Source: an optimization exercise on an open RTL-to-GDS flow (aim: small area, a short achievable clock period and few clock cycles). Production flows keep margins and buffers that such runs may drop. RTL that was checked went through simulation tests only; none was proved equivalent to the original.

==> wip/zinc: inputs <==
## mxenc
module mxenc (
    input  wire         clk,
    input  wire         rst,           
    input  wire         in_valid,
    output wire         in_ready,
    input  wire [31:0]  in_data,       
    input  wire [3:0]   in_fmt,        
    input  wire [3:0]   in_ctl,        
    output reg          out_valid,
    input  wire         out_ready,
    output reg  [7:0]   out_scale,
    output wire [255:0] out_data,
    output reg  [3:0]   out_flags,     
    output reg          out_err        
);
    reg         in_ready_r;
    assign in_ready = in_ready_r;
    wire in_fire = in_valid && in_ready_r && !rst;
    reg [31:0] i0_d;
    reg [3:0]  i0_fmt, i0_ctl;
    reg        i0_v;
    always @(posedge clk) begin
        if (in_fire) begin
            i0_d   <= in_data;
            i0_fmt <= in_fmt;
            i0_ctl <= in_ctl;
        end
    end
    wire [17:0] c0;
    mx_src_pack u_pack (.x(i0_d), .p(c0));
    reg [5:0] i0_cfg;
    always @(*) begin
        i0_cfg[2:0] = 3'd0;
        i0_cfg[5]   = 1'b0;
        case (i0_fmt)
            4'h4: i0_cfg[2:0] = 3'd0;
            4'h5: i0_cfg[2:0] = 3'd1;
            4'h6: i0_cfg[2:0] = 3'd2;
            4'h7: i0_cfg[2:0] = 3'd3;
            4'h8: i0_cfg[2:0] = 3'd4;
            4'h9: i0_cfg[2:0] = 3'd5;
            default: i0_cfg[5] = 1'b1;
        endcase
        if (i0_ctl > 4'd3) i0_cfg[5] = 1'b1;
        if (i0_ctl[0] && !(i0_fmt == 4'h4 || i0_fmt == 4'h5)) i0_cfg[5] = 1'b1;
        i0_cfg[4] = i0_ctl[1];
        i0_cfg[3] = i0_ctl[0];
    end
    reg [4:0]  h;                   
    reg [12:0] ring [0:31];
  ...
clock: 24.0 ns
lec_check: 0
cap_margin: 20
core_margin: 2
core_utilization: 55
cts_buf_list: sky130_fd_sc_hd__clkbuf_8
cts_cluster_diameter: 50
cts_cluster_size: 16
place_density: 0.65
slew_margin: 20
synth_hierarchical: 0
standard.sh (not shown) runs the stock make flow with config.mk's settings and CLKGATE_MAP_FILE= SYNTH_SCRIPT=/design/flow/synth_recipe.tcl, a recipe that flattens the netlist after the stock synthesis.
==> flow/flow/run.sh <==
#!/bin/bash
# The standard layout, with the port buffers built from plain buffers
# (buf_2) instead of the cell buffer_ports picks by itself.
set -euo pipefail
export BUFFER_PORTS_ARGS="-buffer_cell sky130_fd_sc_hd__buf_2"
bash standard.sh > standard.log 2>&1
==> wip/xenon (differences from wip/zinc) <==
--- a/flow/design.v
+++ b/flow/design.v
@@ -1,44 +1,21 @@
 module mx_src_pack (
     input  wire [31:0] x,
-    output wire [17:0] p
+    input  wire [4:0]  nsh,
+    output wire [1:0]  cls,     
+    output wire [8:0]  xs,
+    output wire [7:0]  fr
 );
     wire [7:0]  e = x[30:23];
     wire [22:0] f = x[22:0];
     wire        e_max  = &e;
     wire        e_zero = ~|e;
     wire        f_zero = ~|f;
-    wire        z16 = ~|f[22:7];
-    wire [22:0] s1  = z16 ? {f[6:0], 16'b0} : f;
-    wire        z8  = ~|s1[22:15];
-    wire [22:0] s2  = z8 ? {s1[14:0], 8'b0} : s1;
-    wire        z4  = ~|s2[22:19];
-    wire [22:0] s3  = z4 ? {s2[18:0], 4'b0} : s2;
-    wire        z2  = ~|s3[22:21];
-    wire [22:0] s4  = z2 ? {s3[20:0], 2'b0} : s3;
-    wire        z1  = ~s4[22];
-    wire [22:0] s5  = z1 ? {s4[21:0], 1'b0} : s4;
-    wire [4:0]  lz  = {z16, z8, z4, z2, z1};
-    reg [8:0] xe;
-    reg [7:0] fr;
-    always @(*) begin
-        if (e_max) begin
-            xe = f_zero ? 9'h1FF : 9'h1FE;
-            fr = {7'b0, ~f[22]};
-        end else if (!e_zero) begin
-            xe = {1'b0, e} + 9'd23;
-            fr = {f[22:16], |f[15:0]};
-        end else if (!f_zero) begin
-            xe = 9'd23 - {4'b0, lz};
-            fr = {s5[21:15], |s5[14:0]};
-        end else begin
-            xe = 9'd0;
-            fr = 8'd0;
-        end
-    end
-    assign p = {x[31], xe, fr};
+    assign cls = e_max ? (f_zero ? 2'd2 : 2'd3) : (e_zero && f_zero) ? 2'd1 : 2'd0;
+    assign xs  = e_zero ? (9'd0 - {4'b0, nsh}) : {1'b0, e};
+    assign fr  = e_zero ? {f[21:15], |f[14:0]} : {f[22:16], |f[15:0]};
 endmodule
 module mx_enc_align (
     input  wire [6:0]  dl,
     input  wire [7:0]  m,
     input  wire [2:0]  fsel,
     input  wire [9:0]  r,
@@ -59,18 +36,33 @@
         endcase
     end
     assign d = r - {{3{dl[6]}}, dl};
     wire       dneg = d[9];
     wire [3:0] dn   = 4'd0 - d[3:0];
     wire [3:0] rs   = !dneg ? 4'd0 : (d[9:3] != 7'h7F) ? 4'd8 : dn;
-    wire [4:0] t0   = {2'b0, 3'd0 - mb} + {1'b0, rs};
-    wire [3:0] t    = (t0 > 5'd10) ? 4'd10 : t0[3:0];
-    wire [18:0] w = {1'b1, m, 10'b0} >> t;
-    wire [7:0]  n = w[17:10];
-    assign g  = w[9];
-    assign st = |w[8:0];
+    wire [8:0] x0 = {1'b1, m};
+    wire [8:0] x1 = rs[0] ? {1'b0, x0[8:1]} : x0;
+    wire       s1 = rs[0] & x0[0];
+    wire [8:0] x2 = rs[1] ? {2'b0, x1[8:2]} : x1;
+    wire       s2 = s1 | (rs[1] & |x1[1:0]);
+    wire [8:0] x3 = rs[2] ? {4'b0, x2[8:4]} : x2;
+    wire       s3 = s2 | (rs[2] & |x2[3:0]);
+    wire [8:0] y  = rs[3] ? 9'd0 : x3;
+    wire       sy = rs[3] | s3;
+    reg  [7:0] n;
+    reg        gg, ss;
+    always @(*) begin
+        case (mb)
+            3'd1: begin n = {1'b0, y[8:7]} ; gg = y[6]; ss = |y[5:0]; end
+            3'd2: begin n = {5'b0, y[8:6]}; gg = y[5]; ss = |y[4:0]; end
+            3'd3: begin n = {4'b0, y[8:5]}; gg = y[4]; ss = |y[3:0]; end
+            default: begin n = {1'b0, y[8:2]}; gg = y[1]; ss = y[0]; end
+        endcase
+    end
+    assign g  = gg;
+    assign st = ss | sy;
     wire [4:0] eb1  = d[4:0] + 5'd1;
     wire [7:0] mask = ~(8'hFF << mb);
     assign pre = dneg ? n : ((({3'b0, eb1}) << mb) | (n & mask));
 endmodule
 module mx_enc_round (
     input  wire        s,
@@ -164,21 +156,32 @@
     reg         in_ready_r;
     assign in_ready = in_ready_r;
     wire in_fire = in_valid && in_ready_r && !rst;
     reg [31:0] i0_d;
     reg [3:0]  i0_fmt, i0_ctl;
     reg        i0_v;
+    reg [4:0]  nsh;                 
+    wire       i0_un = (i0_d[30:23] == 8'd0) && (i0_d[22:0] != 23'd0) && !i0_d[22];
     always @(posedge clk) begin
         if (in_fire) begin
             i0_d   <= in_data;
             i0_fmt <= in_fmt;
             i0_ctl <= in_ctl;
+            nsh    <= 5'd0;
+        end else if (i0_v && i0_un) begin
+            i0_d[22:0] <= {i0_d[21:0], 1'b0};
+            nsh        <= nsh + 5'd1;
         end
     end
-    wire [17:0] c0;
-    mx_src_pack u_pack (.x(i0_d), .p(c0));
+    wire in_un   = (in_data[30:23] == 8'd0) && (in_data[22:0] != 23'd0) && !in_data[22];
+    wire i0_ok_n = in_fire ? !in_un : (!i0_un || i0_d[21]);
+    wire [1:0] c0_cls;
+    wire [8:0] c0_xs;
+    wire [7:0] c0_fr;
+    mx_src_pack u_pack (.x(i0_d), .nsh(nsh), .cls(c0_cls), .xs(c0_xs), .fr(c0_fr));
+    wire       c0_s = i0_d[31];
     reg [5:0] i0_cfg;
     always @(*) begin
         i0_cfg[2:0] = 3'd0;
         i0_cfg[5]   = 1'b0;
         case (i0_fmt)
             4'h4: i0_cfg[2:0] = 3'd0;
@@ -202,27 +205,26 @@
     reg        dm;                  
     reg        dpend;               
     reg        pd;                  
     wire        stall;
     wire        stall_n;            
     wire        drain  = pd && !stall;
-    wire        wr     = i0_v && wm && (!dpend || (wcnt < dcnt) || drain);
+    wire        wr     = i0_v && !i0_un && wm && (!dpend || (wcnt < dcnt) || drain);
     wire [4:0]  h1     = h + 5'd1;
     wire        wlast  = wr && (wcnt == 5'd31);
     wire        wfirst = (wcnt == 5'd0);
     reg  [8:0] lead;                
+    reg        any_fnz;             
     reg  [8:0] lc_e;                
     reg  [4:0] lc;                  
     reg        any_nan, any_snan;
     reg  [5:0] cfg_blk;
-    wire [8:0] c0_xe   = c0[16:8];
-    wire [7:0] c0_fr   = c0[7:0];
-    wire       c0_zero = (c0_xe == 9'd0);
-    wire       c0_nan  = (c0_xe == 9'h1FE);
-    wire       c0_inf  = (c0_xe == 9'h1FF);
-    wire       c0_fnz  = !c0_zero && !c0_nan && !c0_inf;
+    wire       c0_zero = (c0_cls == 2'd1);
+    wire       c0_inf  = (c0_cls == 2'd2);
+    wire       c0_nan  = (c0_cls == 2'd3);
+    wire       c0_fnz  = (c0_cls == 2'd0);
     wire [5:0] k_cfg   = wfirst ? i0_cfg : cfg_blk;
     wire       k_int   = (k_cfg[2:0] == 3'd5);
     reg  [5:0] k_w;                 
     always @(*) begin
         case (k_cfg[2:0])
             3'd0: k_w = 6'd19;
@@ -230,28 +232,28 @@
             3'd2: k_w = 6'd10;
             3'd3: k_w = 6'd7;
             3'd4: k_w = 6'd5;
             default: k_w = 6'd8;
         endcase
     end
-    wire       nolead  = wfirst || (lead == 9'd0);
-    wire [9:0] dlw     = {1'b0, lead} - {1'b0, c0_xe};
+    wire       nolead  = wfirst || !any_fnz;
+    wire [9:0] dlw     = {lead[8], lead} - {c0_xs[8], c0_xs};
     wire       newmax  = c0_fnz && (nolead || dlw[9]);
     wire       restart = c0_fnz && (nolead || (dlw[9] && (dlw[8:6] != 3'b111 ||
                                    (k_int && (dlw[5:3] != 3'b111 || dlw[2:0] == 3'd0)))));
     wire       tinyw   = c0_fnz && !newmax && ((dlw[8:6] != 3'd0) || (dlw[5:0] >= k_w));
     wire [6:0] dlq     = restart ? 7'd0 : dlw[6:0];
     wire [1:0] c0_sc   = c0_zero ? 2'd0 : c0_inf ? 2'd1 : c0_nan ? 2'd2 : 2'd3;
     reg  [12:0] c0_q;
     always @(*) begin
         if (k_int)
-            c0_q = (!c0_fnz || tinyw) ? {c0[17], 4'b1000, c0_sc, 6'd0}
-                                      : {c0[17], dlq[3:0], c0_fr};
+            c0_q = (!c0_fnz || tinyw) ? {c0_s, 4'b1000, c0_sc, 6'd0}
+                                      : {c0_s, dlq[3:0], c0_fr};
         else
-            c0_q = (!c0_fnz || tinyw) ? {c0[17], 7'd63, c0_sc, 3'd0}
-                                      : {c0[17], dlq, c0_fr[7:4], |c0_fr[3:0]};
+            c0_q = (!c0_fnz || tinyw) ? {c0_s, 7'd63, c0_sc, 3'd0}
+                                      : {c0_s, dlq, c0_fr[7:4], |c0_fr[3:0]};
     end
     integer ri;
     always @(posedge clk) begin
         for (ri = 0; ri < 31; ri = ri + 1)
             ring[ri] <= ring[ri + 1];
         ring[31] <= wr ? c0_q : ring[0];
@@ -269,23 +271,23 @@
             wm         <= 1'b0;
         end else begin
             i0_v <= i0_v_n;
             h    <= h1;
             wm   <= wm_n;
             if (wr) wcnt <= h1;             
-            in_ready_r <= !i0_v_n || (wm_n && (!dpend_n || (dpend_n && dm_n && !stall_n)));
+            in_ready_r <= !i0_v_n || (i0_ok_n && wm_n && (!dpend_n || (dpend_n && dm_n && !stall_n)));
         end
         if (wr) begin
-            if (newmax)       lead <= c0_xe;
-            else if (wfirst)  lead <= 9'd0;
+            if (newmax) lead <= c0_xs;
+            any_fnz <= c0_fnz || (!wfirst && any_fnz);
             if (restart) begin
-                lc_e <= c0_xe;
+                lc_e <= c0_xs;
                 lc   <= wcnt;
             end
             any_nan  <= c0_nan || (!wfirst && any_nan);
-            any_snan <= (c0_nan && c0_fr[0]) || (!wfirst && any_snan);
+            any_snan <= (c0_nan && !i0_d[22]) || (!wfirst && any_snan);
             if (wfirst) cfg_blk <= i0_cfg;
         end
     end
     always @(posedge clk) begin
         if (rst) begin
             dpend <= 1'b0;
@@ -310,16 +312,15 @@
             3'd2: begin b_emax = 5'd4;  b_memin = 5'd2;  end
             3'd3: begin b_emax = 5'd2;  b_memin = 5'd0;  end
             3'd4: begin b_emax = 5'd2;  b_memin = 5'd0;  end
             default: begin b_emax = 5'd0; b_memin = 5'd0; end
         endcase
     end
-    wire [9:0] sc_raw   = {1'b0, lead} - 10'd23 - {5'b0, b_emax};
-    wire [7:0] b_scale  = (lead == 9'd0) ? 8'd127 : sc_raw[9] ? 8'd0 : sc_raw[7:0];
-    wire [8:0] b_kb     = {1'b0, b_scale} + 9'd23 - {4'b0, b_memin};
-    wire [9:0] b_r      = {1'b0, lc_e} - {1'b0, b_kb};
+    wire [9:0] sc_raw   = {lead[8], lead} - {5'b0, b_emax};
+    wire [7:0] b_scale  = !any_fnz ? 8'd127 : sc_raw[9] ? 8'd0 : sc_raw[7:0];
+    wire [9:0] b_r      = {lc_e[8], lc_e} - {2'b0, b_scale} + {5'b0, b_memin};
     wire       b_err    = cfg_blk[5];
     wire       b_nanblk = any_nan && (b_fsel != 3'd0) && (b_fsel != 3'd1);
     reg  [2:0] a_fsel;
     reg        a_rtz, a_naninf, a_err, a_nanblk, a_snan;
     reg  [7:0] a_scale;
     reg  [4:0] a_lc;
--- a/flow/config.mk
+++ b/flow/config.mk
@@ -6,11 +6,11 @@
 export NUM_CORES = 8
 export LEC_CHECK = 0
 export CAP_MARGIN = 20
 export CORE_MARGIN = 2
 export CORE_UTILIZATION = 55
 export CTS_BUF_LIST = sky130_fd_sc_hd__clkbuf_8
-export CTS_CLUSTER_DIAMETER = 50
-export CTS_CLUSTER_SIZE = 16
+export CTS_CLUSTER_DIAMETER = 55
+export CTS_CLUSTER_SIZE = 18
 export PLACE_DENSITY = 0.65
 export SLEW_MARGIN = 20
 export SYNTH_HIERARCHICAL = 0
==> wip/indigo (differences from wip/zinc) <==
--- a/flow/design.v
+++ b/flow/design.v
@@ -1,44 +1,42 @@
 module mx_src_pack (
     input  wire [31:0] x,
-    output wire [17:0] p
+    output wire [1:0]  cls,     
+    output wire [8:0]  xs,
+    output reg  [7:0]  fr
 );
     wire [7:0]  e = x[30:23];
     wire [22:0] f = x[22:0];
     wire        e_max  = &e;
     wire        e_zero = ~|e;
     wire        f_zero = ~|f;
+    assign cls = e_max ? (f_zero ? 2'd2 : 2'd3) : (e_zero && f_zero) ? 2'd1 : 2'd0;
+    reg [4:0] lz;
+    integer i;
+    always @(*) begin
+        lz = 5'd22;
+        for (i = 0; i < 23; i = i + 1)
+            if (f[i]) lz = 5'd22 - i[4:0];
+    end
+    assign xs = e_zero ? (9'd0 - {4'b0, lz}) : {1'b0, e};
     wire        z16 = ~|f[22:7];
     wire [22:0] s1  = z16 ? {f[6:0], 16'b0} : f;
     wire        z8  = ~|s1[22:15];
     wire [22:0] s2  = z8 ? {s1[14:0], 8'b0} : s1;
     wire        z4  = ~|s2[22:19];
     wire [22:0] s3  = z4 ? {s2[18:0], 4'b0} : s2;
     wire        z2  = ~|s3[22:21];
     wire [22:0] s4  = z2 ? {s3[20:0], 2'b0} : s3;
     wire        z1  = ~s4[22];
     wire [22:0] s5  = z1 ? {s4[21:0], 1'b0} : s4;
-    wire [4:0]  lz  = {z16, z8, z4, z2, z1};
-    reg [8:0] xe;
-    reg [7:0] fr;
     always @(*) begin
-        if (e_max) begin
-            xe = f_zero ? 9'h1FF : 9'h1FE;
-            fr = {7'b0, ~f[22]};
-        end else if (!e_zero) begin
-            xe = {1'b0, e} + 9'd23;
+        if (!e_zero)
             fr = {f[22:16], |f[15:0]};
-        end else if (!f_zero) begin
-            xe = 9'd23 - {4'b0, lz};
+        else
             fr = {s5[21:15], |s5[14:0]};
-        end else begin
-            xe = 9'd0;
-            fr = 8'd0;
-        end
     end
-    assign p = {x[31], xe, fr};
 endmodule
 module mx_enc_align (
     input  wire [6:0]  dl,
     input  wire [7:0]  m,
     input  wire [2:0]  fsel,
     input  wire [9:0]  r,
@@ -171,14 +169,17 @@
         if (in_fire) begin
             i0_d   <= in_data;
             i0_fmt <= in_fmt;
             i0_ctl <= in_ctl;
         end
     end
-    wire [17:0] c0;
-    mx_src_pack u_pack (.x(i0_d), .p(c0));
+    wire [1:0] c0_cls;
+    wire [8:0] c0_xs;
+    wire [7:0] c0_fr;
+    mx_src_pack u_pack (.x(i0_d), .cls(c0_cls), .xs(c0_xs), .fr(c0_fr));
+    wire       c0_s = i0_d[31];
     reg [5:0] i0_cfg;
     always @(*) begin
         i0_cfg[2:0] = 3'd0;
         i0_cfg[5]   = 1'b0;
         case (i0_fmt)
             4'h4: i0_cfg[2:0] = 3'd0;
@@ -207,22 +208,21 @@
     wire        drain  = pd && !stall;
     wire        wr     = i0_v && wm && (!dpend || (wcnt < dcnt) || drain);
     wire [4:0]  h1     = h + 5'd1;
     wire        wlast  = wr && (wcnt == 5'd31);
     wire        wfirst = (wcnt == 5'd0);
     reg  [8:0] lead;                
+    reg        any_fnz;             
     reg  [8:0] lc_e;                
     reg  [4:0] lc;                  
     reg        any_nan, any_snan;
     reg  [5:0] cfg_blk;
-    wire [8:0] c0_xe   = c0[16:8];
-    wire [7:0] c0_fr   = c0[7:0];
-    wire       c0_zero = (c0_xe == 9'd0);
-    wire       c0_nan  = (c0_xe == 9'h1FE);
-    wire       c0_inf  = (c0_xe == 9'h1FF);
-    wire       c0_fnz  = !c0_zero && !c0_nan && !c0_inf;
+    wire       c0_zero = (c0_cls == 2'd1);
+    wire       c0_inf  = (c0_cls == 2'd2);
+    wire       c0_nan  = (c0_cls == 2'd3);
+    wire       c0_fnz  = (c0_cls == 2'd0);
     wire [5:0] k_cfg   = wfirst ? i0_cfg : cfg_blk;
     wire       k_int   = (k_cfg[2:0] == 3'd5);
     reg  [5:0] k_w;                 
     always @(*) begin
         case (k_cfg[2:0])
             3'd0: k_w = 6'd19;
@@ -230,28 +230,28 @@
             3'd2: k_w = 6'd10;
             3'd3: k_w = 6'd7;
             3'd4: k_w = 6'd5;
             default: k_w = 6'd8;
         endcase
     end
-    wire       nolead  = wfirst || (lead == 9'd0);
-    wire [9:0] dlw     = {1'b0, lead} - {1'b0, c0_xe};
+    wire       nolead  = wfirst || !any_fnz;
+    wire [9:0] dlw     = {lead[8], lead} - {c0_xs[8], c0_xs};
     wire       newmax  = c0_fnz && (nolead || dlw[9]);
     wire       restart = c0_fnz && (nolead || (dlw[9] && (dlw[8:6] != 3'b111 ||
                                    (k_int && (dlw[5:3] != 3'b111 || dlw[2:0] == 3'd0)))));
     wire       tinyw   = c0_fnz && !newmax && ((dlw[8:6] != 3'd0) || (dlw[5:0] >= k_w));
     wire [6:0] dlq     = restart ? 7'd0 : dlw[6:0];
     wire [1:0] c0_sc   = c0_zero ? 2'd0 : c0_inf ? 2'd1 : c0_nan ? 2'd2 : 2'd3;
     reg  [12:0] c0_q;
     always @(*) begin
         if (k_int)
-            c0_q = (!c0_fnz || tinyw) ? {c0[17], 4'b1000, c0_sc, 6'd0}
-                                      : {c0[17], dlq[3:0], c0_fr};
+            c0_q = (!c0_fnz || tinyw) ? {c0_s, 4'b1000, c0_sc, 6'd0}
+                                      : {c0_s, dlq[3:0], c0_fr};
         else
-            c0_q = (!c0_fnz || tinyw) ? {c0[17], 7'd63, c0_sc, 3'd0}
-                                      : {c0[17], dlq, c0_fr[7:4], |c0_fr[3:0]};
+            c0_q = (!c0_fnz || tinyw) ? {c0_s, 7'd63, c0_sc, 3'd0}
+                                      : {c0_s, dlq, c0_fr[7:4], |c0_fr[3:0]};
     end
     integer ri;
     always @(posedge clk) begin
         for (ri = 0; ri < 31; ri = ri + 1)
             ring[ri] <= ring[ri + 1];
         ring[31] <= wr ? c0_q : ring[0];
@@ -272,20 +272,20 @@
             h    <= h1;
             wm   <= wm_n;
             if (wr) wcnt <= h1;             
             in_ready_r <= !i0_v_n || (wm_n && (!dpend_n || (dpend_n && dm_n && !stall_n)));
         end
         if (wr) begin
-            if (newmax)       lead <= c0_xe;
-            else if (wfirst)  lead <= 9'd0;
+            if (newmax) lead <= c0_xs;
+            any_fnz <= c0_fnz || (!wfirst && any_fnz);
             if (restart) begin
-                lc_e <= c0_xe;
+                lc_e <= c0_xs;
                 lc   <= wcnt;
             end
             any_nan  <= c0_nan || (!wfirst && any_nan);
-            any_snan <= (c0_nan && c0_fr[0]) || (!wfirst && any_snan);
+            any_snan <= (c0_nan && !i0_d[22]) || (!wfirst && any_snan);
             if (wfirst) cfg_blk <= i0_cfg;
         end
     end
     always @(posedge clk) begin
         if (rst) begin
             dpend <= 1'b0;
@@ -310,16 +310,15 @@
             3'd2: begin b_emax = 5'd4;  b_memin = 5'd2;  end
             3'd3: begin b_emax = 5'd2;  b_memin = 5'd0;  end
             3'd4: begin b_emax = 5'd2;  b_memin = 5'd0;  end
             default: begin b_emax = 5'd0; b_memin = 5'd0; end
         endcase
     end
-    wire [9:0] sc_raw   = {1'b0, lead} - 10'd23 - {5'b0, b_emax};
-    wire [7:0] b_scale  = (lead == 9'd0) ? 8'd127 : sc_raw[9] ? 8'd0 : sc_raw[7:0];
-    wire [8:0] b_kb     = {1'b0, b_scale} + 9'd23 - {4'b0, b_memin};
-    wire [9:0] b_r      = {1'b0, lc_e} - {1'b0, b_kb};
+    wire [9:0] sc_raw   = {lead[8], lead} - {5'b0, b_emax};
+    wire [7:0] b_scale  = !any_fnz ? 8'd127 : sc_raw[9] ? 8'd0 : sc_raw[7:0];
+    wire [9:0] b_r      = {lc_e[8], lc_e} - {2'b0, b_scale} + {5'b0, b_memin};
     wire       b_err    = cfg_blk[5];
     wire       b_nanblk = any_nan && (b_fsel != 3'd0) && (b_fsel != 3'd1);
     reg  [2:0] a_fsel;
     reg        a_rtz, a_naninf, a_err, a_nanblk, a_snan;
     reg  [7:0] a_scale;
     reg  [4:0] a_lc;
==> metrics.sh <==
VDD.IR_DROP.WORST_mV=0.0676
NET-SWITCHING-POWER_uW=571
TIMING.REG2REG.SETUP_SLACK_NS=17.47
POST_SYNTH_XOR_AREA_FRACTION=0.0195
DIE_W_UM=238
FILL_CELLS=4144
FINAL.MIN_CLOCK_PERIOD_NS=6.53
CRITPATHMAXSTAGEDELAY_NS=0.88
OUTCOME='timing/DRC/antenna clean'
WL_MET2_UM=32700
CRIT_CHAIN='nor4_2 -> nand2_1 -> a21o_4 -> inv_2 -> a221oi_2 -> a32oi_2 -> a21oi_1 -> o21ai_1 -> inv_1 -> ha_1 -> fa_1 -> xnor2_1 -> ha_1 -> a21o_1 -> a2111o_1 -> nand4_1 -> nand4_1 -> a31oi_4 -> and2_1 -> a21oi_1 -> o31ai_2'
PRECTSSETUPSLACK_NS=17.45
CRITPATHCAPTURETYPE='register'
START_UTIL=0.557
# the run above: wip/zinc

==> metrics.sh <==
DIE_W_UM=234
POST_SYNTH_XOR_AREA_FRACTION=0.0189
TIMING.REG2REG.SETUP_SLACK_NS=18.45
VDD.IR_DROP.WORST_mV=0.0653
START_UTIL=0.556
FILL_CELLS=4099
CRITPATHCAPTURETYPE='primary output'
FINISH.INSTANCE_AREA_UM2=32700
PRECTSSETUPSLACK_NS=17.42
CRITPATHMAXSTAGEDELAY_NS=0.50
SYNTH_FA_HA_AREA_FRAC=0.0365
FINAL.MIN_CLOCK_PERIOD_NS=6.18
WL_MET2_UM=29900
OUTCOME='timing/DRC/antenna clean'
CRIT_CHAIN='buf_2'
# the run above: wip/xenon

==> metrics.sh <==
OUTCOME='timing/DRC/antenna clean'
CRIT_CHAIN='buf_2'
START_UTIL=0.555
WL_MET2_UM=30400
PRECTSSETUPSLACK_NS=17.51
SETUP_REPAIR_AFTER_GLOBAL_ROUTING_MISSED_ITS_MARGIN='false'
HTREE_NUM_LEVELS=3
NET-SWITCHING-POWER_uW=560
CRITPATHCAPTURETYPE='primary output'
TIMING.REG2REG.SETUP_SLACK_NS=17.99
DIE_W_UM=237
FINAL.MIN_CLOCK_PERIOD_NS=6.23
FILL_CELLS=4086
CRITPATHMAXSTAGEDELAY_NS=0.51
BIGGESTREGSBYFLOPS='ring x416, o x248, i0_d x32'
VDD.IR_DROP.WORST_mV=0.0699
# the run above: wip/indigo

Testbench counts of wip/xenon, summed over its fixed seeds: cycles 12,576.
Function not checked in wip/zinc and wip/indigo: the RTL went through the layout flow alone.

afterwards: timing with drivers on the ports:
The results above use ideal ports. As a check the final layouts listed here were re-extracted and re-timed, cells and wires unchanged.
Step 1 sets driving cells, clkbuf_16 on the clock port and buf_2 on the other inputs (assumed; they add their load-dependent delay and slew).
Step 2 times the ports against the registers' clock, not the clock port: input delays grow and output delays shrink by t, the midpoint of the rising clock arrivals with the driver on.
Slacks: ideal / step 1 / step 2; pairs: ideal / step 1.
| run | shift t [ns] | slack for setup (ns) | worst data-port slew with drivers (ns) |
|---|---|---|---|
| wip/zinc | 0.731 | 17.466 / 17.466 / 17.426 | 0.08 |
| wip/xenon | 0.705 | 17.822 / 17.771 / 17.366 | 0.08 |
| wip/indigo | 0.748 | 17.768 / 17.709 / 17.479 | 0.07 |
After both steps setup and hold are still met in every run listed. The setup slack of wip/xenon, which loses most, moves by -0.051 ns with the drivers and by -0.456 ns with both steps.
